What follows belongs to an exercise in optimizing a design on an open flow for small area, a short achievable clock period and few clock cycles; a production flow would make more cautious choices. Function was not checked in any run shown here: the RTL went through the layout flow alone. No run shown here takes its clock network from TritonCTS; it comes from the design's own scripts or RTL. The clock port is modelled as an ideal driver, which makes a skipped or thinned clock tree look cheaper than it is; a real chip needs a root buffer or a tree.

==> flow/design.v, too long to show whole: its modules and the start of the top module <==
// module lc_decoder: 1935 lines
module lc_decoder (
    input  wire         clk,
    input  wire         rst,         
    input  wire         in_valid,
    output wire         in_ready,
    input  wire [39:0]  in_beat,     
    input  wire [36:0]  in_dda,      
    output reg          out_valid,
    output reg  [2:0]   out_status,
    output reg  [3:0]   out_dev,
    output wire [511:0] out_data
);
  // ...
==> flow/flow/run.sh <==
#!/bin/bash
# Own layout flow: the standard ORFS flow (standard synthesis, floorplan,
# placement, routing), except that the clock tree is built by flow/mycts.tcl
# (clock port -> 4 root buffers -> leaf buffers -> flip-flop clusters), timing
# repair aims past the 10 ns constraint, and the ports get plain buffers.
set -euo pipefail
EXTRA=("SETUP_SLACK_MARGIN=6.9" "BUFFER_PORTS_ARGS=-buffer_cell sky130_fd_sc_hd__buf_1")
bash standard.sh "${EXTRA[@]}" place > flow_place.log 2>&1
bash standard.sh "${EXTRA[@]}" "RUN_SCRIPT=$PWD/flow/mycts.tcl" RUN_LOG_NAME_STEM=4_1_mycts run > flow_cts.log 2>&1
bash standard.sh "${EXTRA[@]}" finish > flow_finish.log 2>&1
==> flow/flow/mycts.tcl <==
# Two-level clock tree built by hand: the clock port drives a few root buffers,
# each root drives leaf buffers, each leaf drives a compact cluster of flip-flops.
# Replaces ORFS's cts step (same post-CTS repair as cts.tcl).
source $::env(SCRIPTS_DIR)/load.tcl
erase_non_stage_variables cts
load_design 3_place.odb 3_place.sdc

set leaf_max  [expr {[info exists ::env(MYCTS_LEAF_MAX)] ? $::env(MYCTS_LEAF_MAX) : 20}]
set n_roots   [expr {[info exists ::env(MYCTS_ROOTS)] ? $::env(MYCTS_ROOTS) : 4}]
set leaf_cell [expr {[info exists ::env(MYCTS_LEAF_CELL)] ? $::env(MYCTS_LEAF_CELL) : "sky130_fd_sc_hd__clkbuf_16"}]
set root_cell [expr {[info exists ::env(MYCTS_ROOT_CELL)] ? $::env(MYCTS_ROOT_CELL) : "sky130_fd_sc_hd__clkbuf_16"}]

set db [ord::get_db]
set block [ord::get_db_block]
set clknet [$block findNet clk]

# split a list of {obj x y} in two parts (sizes in ratio k1 : n-k1) along its wider side
proc split2 {items {frac 0.5}} {
  set xs {}; set ys {}
  foreach it $items { lappend xs [lindex $it 1]; lappend ys [lindex $it 2] }
  set xs [lsort -integer $xs]; set ys [lsort -integer $ys]
  set dx [expr {[lindex $xs end] - [lindex $xs 0]}]
  set dy [expr {[lindex $ys end] - [lindex $ys 0]}]
  set k [expr {$dx >= $dy ? 1 : 2}]
  set s [lsort -integer -index $k $items]
  set h [expr {int(round([llength $s] * $frac))}]
  return [list [lrange $s 0 [expr {$h - 1}]] [lrange $s $h end]]
}
# cut into ceil(n / maxn) compact clusters of nearly equal size
proc bisect {items maxn} {
  set n [llength $items]
  if {$n <= $maxn} { return [list $items] }
  set k [expr {($n + $maxn - 1) / $maxn}]
  set k1 [expr {$k / 2}]
  lassign [split2 $items [expr {double($k1) / $k}]] a b
  return [concat [bisect $a $maxn] [bisect $b $maxn]]
}
proc centroid {items} {
  set sx 0; set sy 0
  foreach it $items { set sx [expr {$sx + [lindex $it 1]}]; set sy [expr {$sy + [lindex $it 2]}] }
  set n [llength $items]
  return [list [expr {$sx / $n}] [expr {$sy / $n}]]
}

set sinks {}
foreach it [$clknet getITerms] {
  set inst [$it getInst]
  set bb [$inst getBBox]
  lappend sinks [list $it [expr {([$bb xMin] + [$bb xMax]) / 2}] [expr {([$bb yMin] + [$bb yMax]) / 2}]]
}
puts "mycts: [llength $sinks] clock sinks"

set clusters [bisect $sinks $leaf_max]
puts "mycts: [llength $clusters] leaf clusters"

set lmaster [$db findMaster $leaf_cell]
set rmaster [$db findMaster $root_cell]
set leaves {}
set i 0
foreach cl $clusters {
  lassign [centroid $cl] cx cy
  set inst [odb::dbInst_create $block $lmaster "mycts_leaf_$i"]
  $inst setLocation $cx $cy
  $inst setPlacementStatus PLACED
  set net [odb::dbNet_create $block "mycts_leafnet_$i"]
  $net setSigType CLOCK
  [$inst findITerm X] connect $net
  foreach s $cl {
    set it [lindex $s 0]
    $it disconnect
    $it connect $net
  }
  lappend leaves [list $inst $cx $cy]
  incr i
}

# group the leaves under the roots
set groups [list $leaves]
while {[llength $groups] < $n_roots} {
  set ng {}
  foreach g $groups { lassign [split2 $g] a b; lappend ng $a $b }
  set groups $ng
}
set i 0
foreach g $groups {
  lassign [centroid $g] cx cy
  set inst [odb::dbInst_create $block $rmaster "mycts_root_$i"]
  $inst setLocation $cx $cy
  $inst setPlacementStatus PLACED
  set net [odb::dbNet_create $block "mycts_rootnet_$i"]
  $net setSigType CLOCK
  [$inst findITerm X] connect $net
  [$inst findITerm A] connect $clknet
  foreach l $g { [[lindex $l 0] findITerm A] connect $net }
  incr i
}
$clknet setSigType CLOCK
global_connect

set_placement_padding -global \
  -left $::env(CELL_PAD_IN_SITES_DETAIL_PLACEMENT) \
  -right $::env(CELL_PAD_IN_SITES_DETAIL_PLACEMENT)
detailed_placement
set_propagated_clock [all_clocks]
estimate_parasitics -placement
report_clock_skew
repair_timing_helper
detailed_placement
check_placement -verbose
estimate_parasitics -placement
report_clock_skew
report_worst_slack -max
report_worst_slack -min

orfs_write_db $::env(RESULTS_DIR)/4_1_cts.odb
orfs_write_sdc $::env(RESULTS_DIR)/4_cts.sdc
==> flow/standard.sh <==
#!/bin/bash
# synth_recipe.tcl (not shown) runs the flow's synth.tcl, then flattens the netlist and writes it again
# the make line also repeats each setting of config.mk as NAME=value (left out here)
make -C /OpenROAD-flow-scripts/flow DESIGN_CONFIG=/design/flow/config.mk WORK_HOME=/design/flow/orfs CLKGATE_MAP_FILE= SYNTH_SCRIPT=/design/flow/synth_recipe.tcl "${@:-finish}"
==> flow/config.mk <==
export PLATFORM = sky130hd
export DESIGN_NAME = lc_decoder
export DESIGN_NICKNAME = lc_decoder
export VERILOG_FILES = /design/flow/design.v
export SDC_FILE = /design/flow/constraint.sdc
export NUM_CORES = 8
export LEC_CHECK = 0
export CAP_MARGIN = 20
export CORE_MARGIN = 2
export CORE_UTILIZATION = 55
export PLACE_DENSITY = 0.65
export SLEW_MARGIN = 20
==> flow/constraint.sdc <==
create_clock -name core_clock -period 10.0 [get_ports {clk}]
set_input_delay 2.0000 -clock core_clock [delete_from_list [all_inputs] [get_ports {clk}]]
set_output_delay 2.0000 -clock core_clock [all_outputs]
set_load 0.01 [all_outputs]
==> results.toml, run 1 <==
[synth]
synth-seq-area-share = 0.4195
synth_seq_cells = 1347
netlist_top_cells_area = "dfxtp_1 22%, xnor2_1 21%, edfxtp_1 20%"
avgSynthCellArea_um2 = 9.873
synth_warnings = 1
yosys.area_share.xor_xnor = 0.3712

[final_layout]
seq_area_um2 = 32270
stdcell_area_um2 = 83600
antenna_cells = 5
largest_reg_flops = 512
seq_area_frac = 0.3860

[sta]
period_share = 0.3183
final_hold_viol_count = 0
fmax_mhz = 314.2
max_slew_margin = 0.1690

[routing]
routed.top_layer = "met5"
drt_iter0_drc = 7057

[outcome]
outcome = "finished clean"

[floorplanning]
dieHeight_um = 377.0
die_width_um = 377.0
core_um2 = 137800

[placed_design]
io_buffer_count = 600

[global_routing]
busiest_layer = "met2"
grt_overflow = 0

[setup_path]
crit_chain = "xor3_2 > xnor2_1 > xor2_1 > xnor2_2 > xor2_1 > xnor2_1 > mux2_1"
cp_top_family = "XOR/XNOR gates"
worstSetupEndpointType = "flip-flop"
==> inputs of run 2 (changes only) <==
--- a/flow/design.v
+++ b/flow/design.v
@@ -1846,24 +1846,22 @@
       pois <= 1'b0;
       mark <= 1'b0;
     end else if (|ohd) begin
       zc   <= zc_nx;
       fdev <= fdev_nx;
       if (pt) pois <= 1'b1;
       if (mt) mark <= 1'b1;
     end
-    if (ohd[9]) begin
-      out_dev <= fdev_nx;
-      if (zc_nx == 2'd2)      out_status <= ST_GOOD;
-      else if (zc_nx == 2'd1) out_status <= ST_CORR;
-      else if (pois | pt)     out_status <= ST_POIS;
-      else if (mark | mt)     out_status <= ST_MARK;
-      else                    out_status <= ST_UNC;
-    end
+    out_dev <= fdev_nx;
+    if (zc_nx == 2'd2)      out_status <= ST_GOOD;
+    else if (zc_nx == 2'd1) out_status <= ST_CORR;
+    else if (pois | pt)     out_status <= ST_POIS;
+    else if (mark | mt)     out_status <= ST_MARK;
+    else                    out_status <= ST_UNC;
   end
   always @(posedge clk) begin
     if (rst) begin
       v_r       <= 1'b0;
       stall_r   <= 1'b0;
       boh       <= 16'd1;
       cp_r      <= 1'b0;
       ohu       <= 10'd0;
==> run 2 against run 1 <==
Net effect:
- largest cell class unchanged
- routed wire length down 4.0%
- cell count grew 0.90%
- area after synthesis up 0.76%
- first-iteration DRC count is 2.2% lower
- die area up 0.75%
==> results.toml, run 2 <==
[sta]
drv_slew = 0
max_slew_margin = 0.2113
setup-violations-final = 0
setup_tns_ns = 0
fmax_mhz = 308.2
worstMarginPinSlew_ns = 1.175
skew_ns = 0.08803
grt_setup_unrepaired = "true"
min_period_ns = 3.244
final_hold_viol_count = 0
period_share = 0.3244

[global_routing]
gr-usage-all-layers = 0.3823
grt_overflow = 0
grt_pass1_vias = 53310
grt_pass1_wl_um = 395600
grt_max_degree = 257
antenna_found_initial = 22

[floorplanning]
die_area_um2 = 143200
num_io_pins = 601
core_um2 = 139400
dieHeight_um = 378.4
start_util = 0.5532
die_width_um = 378.4
std_cell_rows = 137

[synth]
ys_async_sr_fraction = 0
avgSynthCellArea_um2 = 9.928
synth_simple_gate_area_frac = 0.08732
synth-edff-count = 505
netlist_top_cells_area = "xnor2_1 22%, dfxtp_1 22%, edfxtp_1 20%"
synth_top_family_by_area = "XOR/XNOR gates"
synthTopCellsByCount = "1926 x xnor2_1, 1159 x nand2_1, 1104 x xor2_1"
yosysUniqueCellTypes = 80
synth_cells = 7765
synth-seq-area-share = 0.4154
synth.net_count = 7847
synth_compound_area_frac = 0.06208
synthMuxAreaShare = 0.01245
synth_warnings = 1
yosys.area_share.xor_xnor = 0.3754
synth.most_common_cell = "xnor2_1"
ys.flop_type = "dfxtp_1"
synth_top_cell_by_area = "xnor2_1"
netlist.area_leader.share = 0.2188
netlist_area_um2 = 77090
synth_adder_area_share = 0.0003246
synth_seq_cells = 1347

[setup_path]
cp.arrival_ns = 3.69
worst_setup_path_start_kind = "flip-flop"
worstPathMaxFanout = 11
critical_path_class = "flip-flop to flip-flop"
max_stage_delay_ns = 0.46
crit_chain = "buf_4 > xnor2_4 > xor2_2 > xor2_2 > xnor2_1 > xnor2_1 > xnor3_1 > mux2_2"
cp_slowest_cell = "xnor2_1"
worstSetupEndpointType = "flip-flop"
cp_data_required_time_ns = 10.45

[hold_path]
holdCritPathClass = "flip-flop to flip-flop"

[flow_run]
maxCapViolCount = 0

[routing]
drtAntennaViolNets = 0
first_pass_iters = 6
vias = 56330
drt-total-wl_um = 284500
drt_iter0_drc = 6903
drc_errors = 0
vias_per_cell = 5.724
wl_per_cell_um = 28.91

[clocking]
clk-insertion-delay-late_ns = 0.57
clkTransAtPathRegs_ns = 0.09

[final_layout]
fill_cells = 12060
largest_reg_flops = 512
reg.largest.list = "ln: 512 flops, bk: 320 flops"
area_growth_pct = 8.683
final_common_cell = "xnor2_1"
fin_nets = 8040
drive_gt1_frac = 0.1215
regMostFlops = "ln"
layout_common_cells = "1868 x xnor2_1, 1158 x nand2_1, 1085 x xor2_1"
fin_util = 0.6012

[placed_design]
dpl.hpwl_um = 203300
io_buffer_count = 600
gp_congestion = 1.019

[outcome]
outcome = "finished clean"
[run 2: final timing paths]
check	startpoint	to	slack, ns	cells after the start
setup reg to reg	dda_s[2]	u[40]	6.76	8
hold reg to reg	ln[218]	bk[218]	0.42	2
setup / recovery	dda_s[2]	u[40]	6.76	8
hold / removal	ln[218]	bk[218]	0.42	2
[run 2: final cells by class]
cell class / count / area [um2] / area share
multi-input cells: 5718 / 42620 / 0.5087
diodes: 9 / 22.52 / 0.0002688
plain buffers: 72 / 1802 / 0.02150
inverters: 18 / 73.82 / 0.0008811
well taps: 1876 / 2347 / 0.02802
repair buffers: 801 / 4692 / 0.05600
flip-flops and latches: 1347 / 32220 / 0.3846
[run 2: routing by layer]
metal / up-vias / wire length [um] / GRT usage
met5: - / 47 / 0
met4: 6 / 17850 / 0.1929
met3: 733 / 26790 / 0.05659
met2: 3134 / 125200 / 0.5895
met1: 27340 / 114600 / 0.5228
li1: 25120 / - / -
[run 2: through the flow]
step,std cells,instance area (um2),hold WS (ns),worst slack (ns)
final,9841,83780,0.4191,6.756
after global routing,9833,83760,0.4552,6.764
after detailed placement,9688,79300,0.4246,6.109
after global placement,9686,79270,0.4130,6.161
after floorplan,7765,77090,0.3955,6.933
[run 2: logic make-up after synthesis]
logic type / Yosys count
AND/OR/NAND/NOR: 1608
buffers and inverters: 703
multiplexers: 86
flip-flops: 1347
XOR/XNOR: 3141
adder cells (fa/ha/maj): 2
AO/OA/AOI/OAI: 878
[run 2: critical path: cells and delay by family, from the launching register on]
family	cells	cell delay, ns
XOR/XNOR	6	2.18
buffers and inverters	1	0.27
flip-flops	1	0.37
multiplexers	1	0.30
==> inputs of run 3 (changes only) <==
--- a/flow/flow/run.sh
+++ b/flow/flow/run.sh
@@ -6,2 +6,3 @@
 set -euo pipefail
+export MYCTS_LEAF_MAX=16
 EXTRA=("SETUP_SLACK_MARGIN=6.9" "BUFFER_PORTS_ARGS=-buffer_cell sky130_fd_sc_hd__buf_1")
==> run 3 against run 2 <==
Net effect:
- cell count up 0.14%
- setup slack worse by 0.20 ns
- core utilization up 0.60 points
- sequential share of layout area down 0.26 points
- routed wire length about the same
- still clean
- critical endpoint is now u[62]
- via count up 0.22%
- clock skew down 0.0056 ns
- worst hold slack better by 0.0098 ns
- highest routed layer unchanged
==> results.toml, run 3 <==
[synth]
ys_async_sr_fraction = 0
synthTopCellsByCount = "1926 x xnor2_1, 1159 x nand2_1, 1104 x xor2_1"
yosysUniqueCellTypes = 80
synth_cells = 7765
synth_top_cell_by_area = "xnor2_1"
synth_seq_cells = 1347
netlist.area_leader.share = 0.2188
ys.flop_type = "dfxtp_1"
synth_warnings = 1
netlist_area_um2 = 77090
synth.most_common_cell = "xnor2_1"
netlist_top_cells_area = "xnor2_1 22%, dfxtp_1 22%, edfxtp_1 20%"
synth-edff-count = 505
avgSynthCellArea_um2 = 9.928
synth-seq-area-share = 0.4154
synth.net_count = 7847

[floorplanning]
std_cell_rows = 137
die_width_um = 378.4
dieHeight_um = 378.4
num_io_pins = 601
die_area_um2 = 143200
core_um2 = 139400
start_util = 0.5532

[routing]
drtAntennaViolNets = 0
drt_iter0_drc = 6825
first_pass_iters = 6
drt-total-wl_um = 284700
wl_per_cell_um = 28.89
vias_per_cell = 5.729
vias = 56460
drc_errors = 0

[setup_path]
max_stage_delay_ns = 0.66
cp_data_required_time_ns = 10.52
path_common_cell = "xnor2_1"
worstSetupEndpointType = "flip-flop"
cp_slowest_cell = "xnor2_1"
crit_chain = "clkbuf_8 > xnor2_1 > xnor3_1 > xnor2_1 > xnor2_1 > xnor2_1 > xnor2_1 > nand2_1 > o21ai_0"
critical_path_class = "flip-flop to flip-flop"
cp.arrival_ns = 3.97
worstPathMaxFanout = 27
worst_setup_path_start_kind = "flip-flop"

[sta]
period_share = 0.3446
worstMarginPinSlew_ns = 1.156
drv_slew = 0
grt_setup_unrepaired = "true"
max_slew_margin = 0.2236
skew_ns = 0.08242
fmax_mhz = 290.2
final_hold_viol_count = 0
min_period_ns = 3.446
setup-violations-final = 0
fin_hold_ws_ns = 0.4289
setup_tns_ns = 0

[global_routing]
grt_pass1_vias = 53440
grt_pass1_wl_um = 397000
grt_overflow = 0
grt_max_degree = 257
antenna_found_initial = 22
gr-usage-all-layers = 0.3835

[clocking]
clk-insertion-delay-late_ns = 0.60
clkTransAtPathRegs_ns = 0.08

[final_layout]
final_common_cell = "xnor2_1"
reg.largest.list = "ln: 512 flops, bk: 320 flops"
largest_reg_flops = 512
fin_nets = 8053
layout.cells.non_filler = 9855
layout_common_cells = "1869 x xnor2_1, 1158 x nand2_1, 1087 x xor2_1"
fill_cells = 12010
area_growth_pct = 9.761
drive_gt1_frac = 0.1495
regMostFlops = "ln"

[outcome]
outcome = "finished clean"

[placed_design]
gp_congestion = 1.019
io_buffer_count = 600
placedCellCount = 9688
dpl.hpwl_um = 203300

[hold_path]
holdCritPathClass = "flip-flop to flip-flop"

[flow_run]
maxCapViolCount = 0
-- run 3: path summary, 6_finish.rpt --
check                             end       start  cells past startpoint  slack [ns]
worst max register to register  u[62]  beat_r[10]                      9        6.55
worst max-delay path            u[62]  beat_r[10]                      9        6.55
worst min register to register    v_r     stall_r                      1        0.43
worst min-delay path              v_r     stall_r                      1        0.43
-- run 3: worst max-delay path: cells and delay by family, from the launching register on --
kind | cells | cell delay (ns)
buffers and inverters | 1 | 0.32
XOR/XNOR | 6 | 2.49
flip-flops | 1 | 0.32
AO/OA/AOI/OAI | 1 | 0.10
AND/OR/NAND/NOR | 1 | 0.09
-- run 3: logic make-up after synthesis --
| logic type | share of synthesized area |
|---|---|
| DFF | 0.4154 |
| buffers and inverters | 0.04702 |
| AOI/OAI and AO/OA | 0.06208 |
| xor gates and xnor gates | 0.3754 |
| adders and majority gates | 0.0003246 |
| and+or+nand+nor | 0.08732 |
| muxes | 0.01245 |
-- run 3: per-stage QoR --
| stage | instance area (um2) | setup slack, ns | utilization |
|---|---|---|---|
| floorplan | 77090 | 6.933 | - |
| global route | 84590 | 6.792 | 0.6070 |
| finish | 84610 | 6.554 | 0.6072 |
| global placement | 79270 | 6.161 | 0.5688 |
| detailed placement | 79300 | 6.109 | 0.5690 |
-- run 3: layout make-up --
type	count	area [um2]	area share
repair buffers	797	5057	0.05977
diodes	10	25.02	0.0002957
flip-flops and latches	1347	32330	0.3821
well taps	1876	2347	0.02774
plain buffers	89	2227	0.02632
inverters	18	73.82	0.0008724
multi-input cells	5718	42560	0.5029
-- run 3: per-layer routing --
metal | GRT usage | up-vias | wire, um
li1 | - | 25150 | -
met1 | 0.5231 | 27430 | 115200
met2 | 0.5920 | 3125 | 125100
met3 | 0.06004 | 753 | 26590
met4 | 0.1899 | 2 | 17760
met5 | 0 | - | 12

port drivers added, routing unchanged:
In the flow no input, the clock included, has a driving cell. The finished layouts below were timed again as built, in two steps.
Step 1 (the two cells are an assumption about what drives the block):
set clk [get_ports {clk}]
set_driving_cell -lib_cell sky130_fd_sc_hd__clkbuf_16 $clk
set_driving_cell -lib_cell sky130_fd_sc_hd__buf_2 [delete_from_list [all_inputs] $clk]
Step 2 also shifts input and output timing later by t, the mid clock arrival at the registers, as if the neighbouring blocks saw the same clock.
a / b / c = no drivers / after step 1 / after step 2; a / b = the first two.
run	t (ns)	setup slack, ns	worst hold slack (ns)	worst setup path at the end	worst slew at a driven data input, ns
run 1	0.724	6.817 / 6.711 / 6.761	0.421 / 0.421 / 0.421	input to register	0.17
run 2	0.710	6.756 / 6.722 / 6.756	0.419 / 0.419 / 0.419	register to register	0.19
run 3	0.738	6.554 / 6.554 / 6.554	0.429 / 0.429 / 0.429	register to register	0.19
After both steps setup and hold are still met in every run listed. For run 1, which loses most, drivers alone change the setup slack by -0.106 ns; drivers and shift together by -0.056 ns.
